This is an optimization exercise on Yosys and OpenROAD, whose aim is small area, a short achievable clock period and few clock cycles per item, not a production implementation.
Only simulation tests tie the RTL to the original design; equivalence was not proved.

`design.v`:
```
module fpu (
    input  wire        clk,
    input  wire        rst,
    input  wire        in_valid,
    output wire        in_ready,
    input  wire [2:0]  in_op,
    input  wire [1:0]  in_rm,
    input  wire [63:0] in_a,
    input  wire [63:0] in_b,
    output reg         out_valid,
    output reg         out_dispatch,
    output reg  [7:0]  out_tag,
    output reg  [63:0] out_data
);
    localparam [2:0] OP_ADD = 3'd0, OP_SUB = 3'd1, OP_MUL = 3'd2, OP_NEG = 3'd3,
                     OP_LT = 3'd4, OP_LE = 3'd5, OP_EQ = 3'd6, OP_CMP = 3'd7;
    localparam [1:0] RNE = 2'd0, RTZ = 2'd1, RUP = 2'd2, RDN = 2'd3;
    localparam [63:0] DEFAULT_NAN = 64'h7FF8_0000_0000_0000;
    localparam [63:0] QNAN_BIT    = 64'h0008_0000_0000_0000;
    reg        busy;
    reg [2:0]  op;
    reg [1:0]  rm;
    reg [63:0] a, b;
    assign in_ready = !busy;
    wire        sa = a[63];
    wire        sb_raw = b[63];
    wire        sb = (op == OP_SUB) ? ~sb_raw : sb_raw;
    wire [10:0] ea_f = a[62:52];
    wire [10:0] eb_f = b[62:52];
    wire        a_nan = (ea_f == 11'h7FF) && (a[51:0] != 52'd0);
    wire        b_nan = (eb_f == 11'h7FF) && (b[51:0] != 52'd0);
    wire        a_inf = (ea_f == 11'h7FF) && (a[51:0] == 52'd0);
    wire        b_inf = (eb_f == 11'h7FF) && (b[51:0] == 52'd0);
    wire        a_zero = (a[62:0] == 63'd0);
    wire        b_zero = (b[62:0] == 63'd0);
    wire [52:0] ma = {(ea_f != 11'd0), a[51:0]};
    wire [52:0] mb = {(eb_f != 11'd0), b[51:0]};
    wire [10:0] ea = (ea_f == 11'd0) ? 11'd1 : ea_f;
    wire [10:0] eb = (eb_f == 11'd0) ? 11'd1 : eb_f;
    function [63:0] round_pack(input s, input [1:0] mode, input [107:0] sig,
                               input integer exp, input integer g,
                               input sticky_in);
        integer i, p, be, sh;
        reg [107:0] n, rest;
        reg         rbit, st, up;
        reg [64:0]  total;
        begin
            p = -1;
            for (i = 0; i < 108; i = i + 1)
                if (sig[i]) p = i;
            if (p < 0) begin
                round_pack = {s, 63'd0};
            end else begin
                be = p + exp - g - 52;
                if (be >= 1)
                    sh = p - 52;
                else
                    sh = p - 52 + 1 - be;
                if (sh <= 0) begin
                    n = sig << (-sh);
                    rbit = 1'b0;
                    st = sticky_in;
                end else if (sh > 107) begin
                    n = 108'd0;
                    rbit = 1'b0;
                    st = 1'b1;
                end else begin
                    n = sig >> sh;
                    rbit = sig[sh - 1];
                    rest = sig << (109 - sh);
                    st = sticky_in || (rest != 108'd0);
                end
                case (mode)
                    RNE: up = rbit && (st || n[0]);
                    RTZ: up = 1'b0;
                    RUP: up = (rbit || st) && !s;
                    default: up = (rbit || st) && s;
                endcase
                total = {1'b0, n[63:0]} + {64'd0, up};
                if (be >= 1)
                    total = total + ({54'd0, be[10:0]} - 65'd1 << 52);
                if (be >= 2047 || total[64:52] >= 13'h7FF) begin
                    if (mode == RNE || (mode == RUP && !s) || (mode == RDN && s))
                        round_pack = {s, 11'h7FF, 52'd0};
                    else
                        round_pack = {s, 11'h7FE, {52{1'b1}}};
                end else begin
                    round_pack = {s, total[62:0]};
                end
            end
        end
    endfunction
    wire        a_big = {ea, ma} >= {eb, mb};
    wire [52:0] m_hi = a_big ? ma : mb;
    wire [52:0] m_lo = a_big ? mb : ma;
    wire [10:0] e_hi = a_big ? ea : eb;
    wire [10:0] e_lo = a_big ? eb : ea;
    wire        s_hi = a_big ? sa : sb;
    wire [10:0] ediff = e_hi - e_lo;
    wire [55:0] lo_ext = {m_lo, 3'b000};
    wire [55:0] lo_sh  = (ediff > 11'd55) ? 56'd0 : (lo_ext >> ediff);
    wire        lo_st  = (ediff > 11'd55) ? (m_lo != 53'd0)
                                          : ((lo_ext & ~({56{1'b1}} << ediff)) != 56'd0);
    wire [55:0] lo_al  = {lo_sh[55:1], lo_sh[0] | lo_st};
    wire [56:0] add_sig = (sa == sb) ? ({1'b0, m_hi, 3'b000} + {1'b0, lo_al})
                                     : ({1'b0, m_hi, 3'b000} - {1'b0, lo_al});
    wire [63:0] add_rounded = round_pack(s_hi, rm, {51'd0, add_sig},
                                         {21'd0, e_hi}, 3, 1'b0);
    reg  [63:0] add_res;
    always @(*) begin
        if (a_inf && b_inf)
            add_res = (sa == sb) ? {sa, a[62:0]} : DEFAULT_NAN;
        else if (a_inf)
            add_res = a;
        else if (b_inf)
            add_res = {sb, b[62:0]};
        else if (add_sig == 57'd0)
            add_res = (sa == sb) ? {sa, 63'd0} : {(rm == RDN), 63'd0};
        else
            add_res = add_rounded;
    end
    wire        sm = sa ^ sb_raw;
    wire [105:0] mul_sig = ma * mb;
    wire [63:0] mul_rounded = round_pack(sm, rm, {2'b00, mul_sig},
                                         $signed({21'd0, ea}) + $signed({21'd0, eb}) - 1075,
                                         0, 1'b0);
    reg  [63:0] mul_res;
    always @(*) begin
        if (a_inf || b_inf)
            mul_res = (a_zero || b_zero) ? DEFAULT_NAN : {sm, 11'h7FF, 52'd0};
        else
            mul_res = mul_rounded;
    end
    wire both_zero = a_zero && b_zero;
    wire mag_lt = a[62:0] < b[62:0];
    wire mag_eq = a[62:0] == b[62:0];
    wire c_eq = both_zero || (a == b);
    wire c_lt = !both_zero && (
                  (sa && !sb_raw) ||
                  (!sa && !sb_raw && mag_lt) ||
                  (sa && sb_raw && !mag_lt && !mag_eq));
    wire unordered = a_nan || b_nan;
    always @(posedge clk) begin
        if (rst) begin
            busy         <= 1'b0;
            out_valid    <= 1'b0;
            out_dispatch <= 1'b0;
            out_tag      <= 8'd0;
            out_data     <= 64'd0;
        end else begin
            out_valid <= 1'b0;
            if (!busy) begin
                if (in_valid) begin
                    op   <= in_op;
                    rm   <= in_rm;
                    a    <= in_a;
                    b    <= in_b;
                    busy <= 1'b1;
                end
            end else begin
                busy         <= 1'b0;
                out_valid    <= 1'b1;
                out_dispatch <= 1'b0;
                case (op)
                OP_ADD, OP_SUB, OP_MUL: begin
                    out_tag <= 8'h01;
                    if (a_nan)
                        out_data <= a | QNAN_BIT;
                    else if (b_nan)
                        out_data <= b | QNAN_BIT;
                    else if (op == OP_MUL)
                        out_data <= mul_res;
                    else
                        out_data <= add_res;
                end
                OP_NEG: begin
                    out_tag  <= 8'h01;
                    out_data <= {~a[63], a[62:0]};
                end
                OP_LT, OP_LE, OP_EQ: begin
                    out_tag <= 8'h03;
                    if (unordered)
                        out_data <= 64'd2;
                    else if (op == OP_LT)
                        out_data <= c_lt ? 64'd1 : 64'd2;
                    else if (op == OP_LE)
                        out_data <= (c_lt || c_eq) ? 64'd1 : 64'd2;
                    else
                        out_data <= c_eq ? 64'd1 : 64'd2;
                end
                default: begin
                    if (unordered) begin
                        out_dispatch <= 1'b1;
                        out_tag      <= 8'h00;
                        out_data     <= 64'd0;
                    end else begin
                        out_tag  <= 8'h00;
                        out_data <= c_lt ? 64'hFFFF_FFFF_FFFF_FFFF :
                                    (c_eq ? 64'd0 : 64'd1);
                    end
                end
                endcase
            end
        end
    end
endmodule
```
`run.sh`:
```
#!/bin/bash
# synth_recipe.tcl (not shown) runs the flow's synth.tcl, then flattens the netlist and writes it again
# the make line also repeats each setting of config.mk as NAME=value (left out here)
make -C /OpenROAD-flow-scripts/flow DESIGN_CONFIG=/design/flow/config.mk WORK_HOME=/design/flow/orfs CLKGATE_MAP_FILE= SYNTH_SCRIPT=/design/flow/synth_recipe.tcl finish
```
`config.mk`:
```
export PLATFORM = sky130hd
export DESIGN_NAME = fpu
export DESIGN_NICKNAME = fpu
export VERILOG_FILES = /design/flow/design.v
export SDC_FILE = /design/flow/constraint.sdc
export NUM_CORES = 8
export LEC_CHECK = 0
export ABC_CLOCK_PERIOD_IN_PS = 20000
export CAP_MARGIN = 20
export CORE_MARGIN = 2
export CORE_UTILIZATION = 40
export SETUP_SLACK_MARGIN = 0.5
export SLEW_MARGIN = 20
```
`constraint.sdc`:
```
create_clock -name core_clock -period 30.0 [get_ports {clk}]
set_input_delay 6.0000 -clock core_clock [delete_from_list [all_inputs] [get_ports {clk}]]
set_output_delay 6.0000 -clock core_clock [all_outputs]
set_load 0.01 [all_outputs]
```
==> out/results.md <==
* Cells after Synth: 21,222
* Slew Limit Headroom: 0.09648
* predominant post-synthesis flop cell: sky130_fd_sc_hd__edfxtp_1
* number of vias per cell: 6.460
* cell type of the slowest stage on the worst timing path: sky130_fd_sc_hd__or4_1
* Buffers & Inverters on Critical Path: 17
* non-filler cells, final: 27,201
* launching element type of the critical path: flip-flop
* clk buf depth: 3
* largest net degree at the start of global routing: 122
* cell type with the highest occurrence count on the critical path: sky130_fd_sc_hd__a21o_1
* critical-path maximum fanout: 50
* area growth from synthesis to final layout: 12.62%
* number of remaining DRC errors: 0
* setup ws final: 1.424 ns
* R2R Path Start: b[61]
* via count of the routed design: 175,725
* clock tree from TritonCTS: done
* number of antenna violations at the first check in global routing: 115
* count of flip-flops with a built-in enable after synthesis: 133
* post-synth cell types: 128
* number of register bits inferred by synthesis: 202
* detailed-routing iteration count for the pre-antenna-repair pass: 11
* DIE HEIGHT: 643.6 um
* path type of the worst setup path: reg -> reg
* CTS clock-pin slew for the worst setup and hold paths: 0.07 ns
* number of clock sinks: 202
* Warnings, synthesis: 1
* fraction of the yosys area taken by sequential cells: 0.03285
* top cells by area, synth: sky130_fd_sc_hd__fa_1, sky130_fd_sc_hd__ha_1, sky130_fd_sc_hd__inv_1
* fraction of synthesis flops using an asynchronous set or reset pin: 0
* delay of the slowest critical-path stage: 0.81 ns
* WP data required: 30.69 ns
* final count of pins violating max slew: 0
* core area: 406,700 um^2
* fin crit period: 28.58 ns
* most common cell in the netlist: sky130_fd_sc_hd__inv_1
* worst setup slack before clock tree synthesis: -1.849 ns
* netlist area before placement: 163,600 um^2
* status: timing/DRC/antenna clean
* number of hold buffers added after cts: 0
* Hold Slack: 0.4740 ns
* wire per inst: 36.96 um
* kind of cell adding the most delay to the critical path: compound AO/OA/AOI/OAI gates
* aggregate global routing overflow: 0
* layout cells sized above 1: 0.1132
* cell total after placement: 26,920
* cell accounting for the most synthesized area: sky130_fd_sc_hd__fa_1
* data arrival time of the critical path: 29.27 ns
* worst min path class: reg -> reg
* Final Skew: 0.04421 ns
* # H-tree levels: 1
* Yosys top cell area share: 0.3195
* DIE WIDTH: 643.6 um
* IO buf count: 204
* worst-skew pair later-pin latency: 0.80 ns
* Commonest cells post-synth: sky130_fd_sc_hd__inv_1, sky130_fd_sc_hd__nand2_1, sky130_fd_sc_hd__fa_1, sky130_fd_sc_hd__nor2_1, sky130_fd_sc_hd__clkbuf_1
* Final TNS setup: 0 ns
* die area: 414,300 um^2
* worst hold start: out_tag[1]
* unrepaired setup endpoints after global routing: no
* number of CTS-inserted buffers: 30
* upper clock frequency limit: 34.99 MHz
* Filler Cells Inserted: 41,285
* Hold Violations, Final: 0
* DRT antenna net count: 0
* first-iteration detailed-routing DRC count: 23,191
* IO Pins: 211
* nature of the critical path endpoint: flip-flop
* final RePlAce weighted congestion: 1.127
* initial cell density of the core: 0.4024
* detailed placer's ending HPWL: 810,900 um
* wire length of the first global-routing pass: 1,387,000 um
* core occupancy in the finished layout: 0.4532
* number of global-route vias before repair: 170,999
* synthesized area divided by synthesized cell count: 7.711 um^2
* period utilisation layout: 0.9525
* root buf cell: sky130_fd_sc_hd__clkbuf_16
* WL final: 1,005,000 um
* number of placement rows: 234
* source of the critical timing path: b[61]
* max capacitance violation total: 0
* slew at the pin with the worst max-slew slack: 1.341 ns
* global-route usage over all layers: 0.4766
* endpoints failing setup: 0
* Total Nets Final: 25,345
[per-layer routing]
metal / part of all wire / vias up / GRT usage / routed length, um
li1: - / 72133 / - / -
met1: 0.38 / 88555 / 0.5982 / 381200
met2: 0.40 / 12003 / 0.6612 / 401300
met3: 0.13 / 2957 / 0.1795 / 128800
met4: 0.093 / 77 / 0.3538 / 93200
met5: 0.00091 / - / 0.004625 / 914
[cell type report]
cell class | count | area (um^2) | area share
repair buffers | 1934 | 16850 | 0.09145
well taps | 5428 | 6792 | 0.03685
clock inverters | 20 | 195.2 | 0.001059
inverters | 2924 | 11010 | 0.05972
clock buffers | 36 | 793.3 | 0.004304
flip-flops and latches | 202 | 5375 | 0.02917
multi-input cells | 16559 | 143000 | 0.7761
diodes | 98 | 245.2 | 0.001331
[layout by cell type (no fill, tap or decap), types with 161 or more instances in the layout]
cell / count
sky130_fd_sc_hd__a21o_1: 244
sky130_fd_sc_hd__nand2_1: 2757
sky130_fd_sc_hd__o211ai_1: 278
sky130_fd_sc_hd__nand4_1: 196
sky130_fd_sc_hd__clkdlybuf4s50_1: 204
sky130_fd_sc_hd__a31oi_1: 183
sky130_fd_sc_hd__nand3_1: 445
sky130_fd_sc_hd__nor2_1: 1332
sky130_fd_sc_hd__fa_1: 2610
sky130_fd_sc_hd__a211oi_1: 208
sky130_fd_sc_hd__mux2i_1: 408
sky130_fd_sc_hd__xnor2_1: 281
sky130_fd_sc_hd__a21oi_1: 1061
sky130_fd_sc_hd__nor3_1: 429
sky130_fd_sc_hd__ha_1: 932
sky130_fd_sc_hd__o21ai_0: 884
sky130_fd_sc_hd__buf_4: 1567
sky130_fd_sc_hd__inv_1: 2894
sky130_fd_sc_hd__o22ai_1: 161
sky130_fd_sc_hd__and2_1: 1159
[sequential cells by signal (all words and copies together) (netlist names)]
signal        flops
busy              1
a                64
out_valid         1
out_dispatch      1
out_data         64
out_tag           2
op                3
b                64
rm                2
[what timing repair did]
item | 4_1_cts | 5_1_grt
setup buffers | 46 | 61
gates resized for setup | 40 | 156
cloned | 0 | 0
endpoints found under the setup margin | 63 | 63
pin swaps | 2 | 11
endpoints found under the hold margin | 0 | 0
[path summary, 6_finish.rpt]
kind	end	slack, ns	cells past startpoint
max	out_data[15]	1.42	112
max reg2reg	out_data[15]	1.42	112
min reg2reg	out_tag[1]	0.47	2
min	out_tag[1]	0.47	2
[logic make-up after synthesis]
| group | Yosys count | synth area share |
|---|---|---|
| adder cells (fa/ha/maj) | 3558 | 0.3919 |
| XOR/XNOR | 455 | 0.02449 |
| multiplexers | 607 | 0.04425 |
| AO/OA/AOI/OAI | 4666 | 0.1910 |
| AND/OR/NAND/NOR | 7267 | 0.2115 |
| other | 1 | 0.00002292 |
| buffers and inverters | 4466 | 0.1041 |
| flip-flops | 202 | 0.03285 |
[metrics by stage]
step | area, um^2
global placement | 180300
global route | 184100
finish | 184300
CTS | 182100
detailed placement | 180400
floorplan | 163700
[worst min-delay path, stage by stage (launching register included)]
cell and delay, ns:
sky130_fd_sc_hd__dfxtp_1 0.31, sky130_fd_sc_hd__nand2_1 0.06, sky130_fd_sc_hd__a21oi_1 0.06
Testbench counts, summed over its fixed seeds: cycles 16,008, ops 8,000.

[port drivers added, routing unchanged]
Ports are ideal in the flow. The routed layout listed here was re-timed in OpenROAD.
Step 1 assumes that a clkbuf_16 drives the clock port and a buf_2 every other input.
Step 2, shift: input delay + t, output delay - t, t = (earliest + latest rising clock arrival at the registers) / 2. This alone moves slack from input paths to output paths.
a / b / c = ideal / step 1 / step 2; a / b = the first two.
shift t [ns]: 0.899
setup slack, ns: 1.424 / 1.424 / 1.424
worst register clock-pin slew, ns: 0.11 / 0.11
After both steps this run still meets setup and hold. For this run, drivers alone change the setup slack by 0.000 ns; drivers and shift together by 0.000 ns.
